Background: an optimization exercise with open tools, aiming at small area, a short achievable clock period and few clock cycles per item. Do not read the settings as production practice.
The RTL was checked by simulation tests, not by an equivalence proof against the original design.

==> 10-10 <==
// mon_pixel_comp
module mon_pixel_comp (
    input  wire         clk,
    input  wire         rst,             
    input  wire         cfg_we,
    input  wire [1:0]   cfg_addr,        
    input  wire [11:0]  cfg_wdata,
    input  wire         in_valid,
    output wire         in_ready,
    input  wire         in_layer_hit,    
    input  wire [7:0]   in_layer_alpha,  
    input  wire [29:0]  in_layer_pix,    
    input  wire [3:0]   in_plane_hit,    
    input  wire [127:0] in_plane_pix,    
    output wire         out_valid,
    input  wire         out_ready,
    output wire [35:0]  out_pix          
);
==> flow/config.mk <==
export PLATFORM = sky130hd
export DESIGN_NAME = mon_pixel_comp
export DESIGN_NICKNAME = mon_pixel_comp
export VERILOG_FILES = /design/flow/design.v
export SDC_FILE = /design/flow/constraint.sdc
export NUM_CORES = 4
export LEC_CHECK = 0
export CAP_MARGIN = 20
export CORE_MARGIN = 2
export CORE_UTILIZATION = 70
export CTS_CLUSTER_DIAMETER = 100
export CTS_CLUSTER_SIZE = 30
export SLEW_MARGIN = 20
==> flow/constraint.sdc <==
create_clock -name core_clock -period 38.0 [get_ports {clk}]
set_input_delay 7.6000 -clock core_clock [delete_from_list [all_inputs] [get_ports {clk}]]
set_output_delay 7.6000 -clock core_clock [all_outputs]
set_load 0.01 [all_outputs]
standard.sh (not shown) runs the stock make flow with config.mk's settings and CLKGATE_MAP_FILE= SYNTH_SCRIPT=/design/flow/synth_recipe.tcl, a recipe that flattens the netlist after the stock synthesis.
==> flow/flow/run.sh <==
#!/bin/bash
# Own layout flow: the standard flow with two changes.
#  1. Port buffers are buf_2 cells instead of the flow's default choice
#     (every port still gets its own buffer).
#  2. After the standard synthesis, polarity.py rewrites 2:1 muxes as a22oi
#     cells and removes inverters between
#     self-dual cells (full adders, 2:1 muxes) by flipping their polarity;
#     registers and the function are unchanged.
# Each tool's output goes to a log file of its own in this folder.
set -euo pipefail
export BUFFER_PORTS_ARGS="-buffer_cell sky130_fd_sc_hd__buf_2"
RES=orfs/results/$FLOW_PLATFORM/mon_pixel_comp/base
bash standard.sh synth > synth.log 2>&1
cp $RES/1_2_yosys.v yosys_standard.v
python3 flow/polarity.py yosys_standard.v $RES/1_2_yosys.v --aoi > polarity.log 2>&1
rm -f $RES/1_synth.odb
bash standard.sh > layout.log 2>&1
Other scripts of this flow, unchanged in this note and not shown: flow/flow/polarity.py
==> inputs of 03-23, as changes to 10-10 <==
--- a/flow/design.v
+++ b/flow/design.v
@@ -184,28 +184,36 @@
     input  wire [29:0]  in_layer_pix,    
     input  wire [3:0]   in_plane_hit,    
     input  wire [127:0] in_plane_pix,    
     output wire         out_valid,
     input  wire         out_ready,
     output wire [35:0]  out_pix          
 );
+    reg        wr_we;
+    reg [1:0]  wr_addr;
+    reg [11:0] wr_data;
     reg [11:0] bg0, bg1, bg2;
     reg        depth10;                  
     always @(posedge clk) begin
+        wr_we   <= cfg_we && !rst;
+        wr_addr <= cfg_addr;
+        wr_data <= cfg_wdata;
+    end
+    always @(posedge clk) begin
         if (rst) begin
             bg0     <= 12'd0;
             bg1     <= 12'd0;
             bg2     <= 12'd0;
             depth10 <= 1'b0;
-        end else if (cfg_we) begin
-            case (cfg_addr)
-                2'd0: bg0     <= cfg_wdata;
-                2'd1: bg1     <= cfg_wdata;
-                2'd2: bg2     <= cfg_wdata;
-                2'd3: depth10 <= cfg_wdata[0];
+        end else if (wr_we) begin
+            case (wr_addr)
+                2'd0: bg0     <= wr_data;
+                2'd1: bg1     <= wr_data;
+                2'd2: bg2     <= wr_data;
+                2'd3: depth10 <= wr_data[0];
             endcase
         end
     end
     reg  rdy;                            
     reg  skid_full;                      
     wire en = !skid_full;                
     assign in_ready = rdy;
==> flow/flow/run.sh (replaced) <==
#!/bin/bash
# Own layout flow: the standard flow with these changes.
#  1. Port buffers are buf_2 cells instead of the flow's default choice
#     (every port still gets its own buffer).
#  2. After the standard synthesis, polarity.py rewrites 2:1 muxes as a22oi
#     cells and removes inverters between self-dual cells (full adders,
#     2:1 muxes) by flipping their polarity; registers and the function are
#     unchanged.
#  3. The clock tree is built without dummy loads.
# Each tool's output goes to a log file of its own in this folder.
set -euo pipefail
export BUFFER_PORTS_ARGS="-buffer_cell sky130_fd_sc_hd__buf_2"
# clock tree: clusters of up to 30 flip-flops, no dummy loads
export CTS_ARGS="-sink_clustering_enable -repair_clock_nets -sink_clustering_size 30 -sink_clustering_max_diameter 100 -dont_use_dummy_load"
RES=orfs/results/$FLOW_PLATFORM/mon_pixel_comp/base
bash standard.sh synth > synth.log 2>&1
cp $RES/1_2_yosys.v yosys_standard.v
python3 flow/polarity.py yosys_standard.v $RES/1_2_yosys.v --aoi > polarity.log 2>&1
rm -f $RES/1_synth.odb
bash standard.sh > layout.log 2>&1
==> flow/config.mk (replaced) <==
export PLATFORM = sky130hd
export DESIGN_NAME = mon_pixel_comp
export DESIGN_NICKNAME = mon_pixel_comp
export VERILOG_FILES = /design/flow/design.v
export SDC_FILE = /design/flow/constraint.sdc
export NUM_CORES = 4
export LEC_CHECK = 0
export CAP_MARGIN = 20
export CORE_MARGIN = 2
export CORE_UTILIZATION = 70
export SLEW_MARGIN = 20
==> results by group <==
Timing
  – Hold_ws: 0.3556 ns

Die
  – Die Y: 316.7 um

Global route
  – GRT Total Usage: 0.3706

Finish
  – Clk cell area share: 0.01342

Routing
  – TritonRoute pass-1 iters: 14

Outcome
  – Status: complete, no violations
[end of results for 03-23]
==> results by group <==
Finish
  – Clk cell area share: 0.01841

Timing
  – Hold_ws: 0.4180 ns
  – RSZ-0062 raised after global routing: false

Die
  – Die Y: about 320 um

Routing
  – TritonRoute pass-1 iters: 13

Global route
  – GRT Total Usage: 0.3731

Outcome
  – Status: complete, no violations
[end of results for 10-10]
Testbench counts of 10-10, summed over its fixed seeds: cycles 24,048, items 24,000.
Testbench counts of 03-23, summed over its fixed seeds: cycles 24,048, items 24,000.

[re-timing with driven ports]
In the flow no input, the clock included, has a driving cell. The finished layouts below were timed again as built, in two steps.
Step 1 assumes that a clkbuf_16 drives the clock port and a buf_2 every other input.
Step 2 also shifts input and output timing later by t, the mid clock arrival at the registers, as if the neighbouring blocks saw the same clock.
a / b / c = no drivers / after step 1 / after step 2; a / b = the first two.
run	t (ns)	slack for setup (ns)	hold WS [ns]
10-10	0.728	29.172 / 29.099 / 29.007	0.418 / 0.418 / 0.418
03-23	0.703	29.214 / 29.141 / 29.336	0.356 / 0.356 / 0.356
After both steps every run listed still meets setup and hold. For 10-10, which loses most, drivers alone change the setup slack by -0.073 ns; drivers and shift together by -0.165 ns.
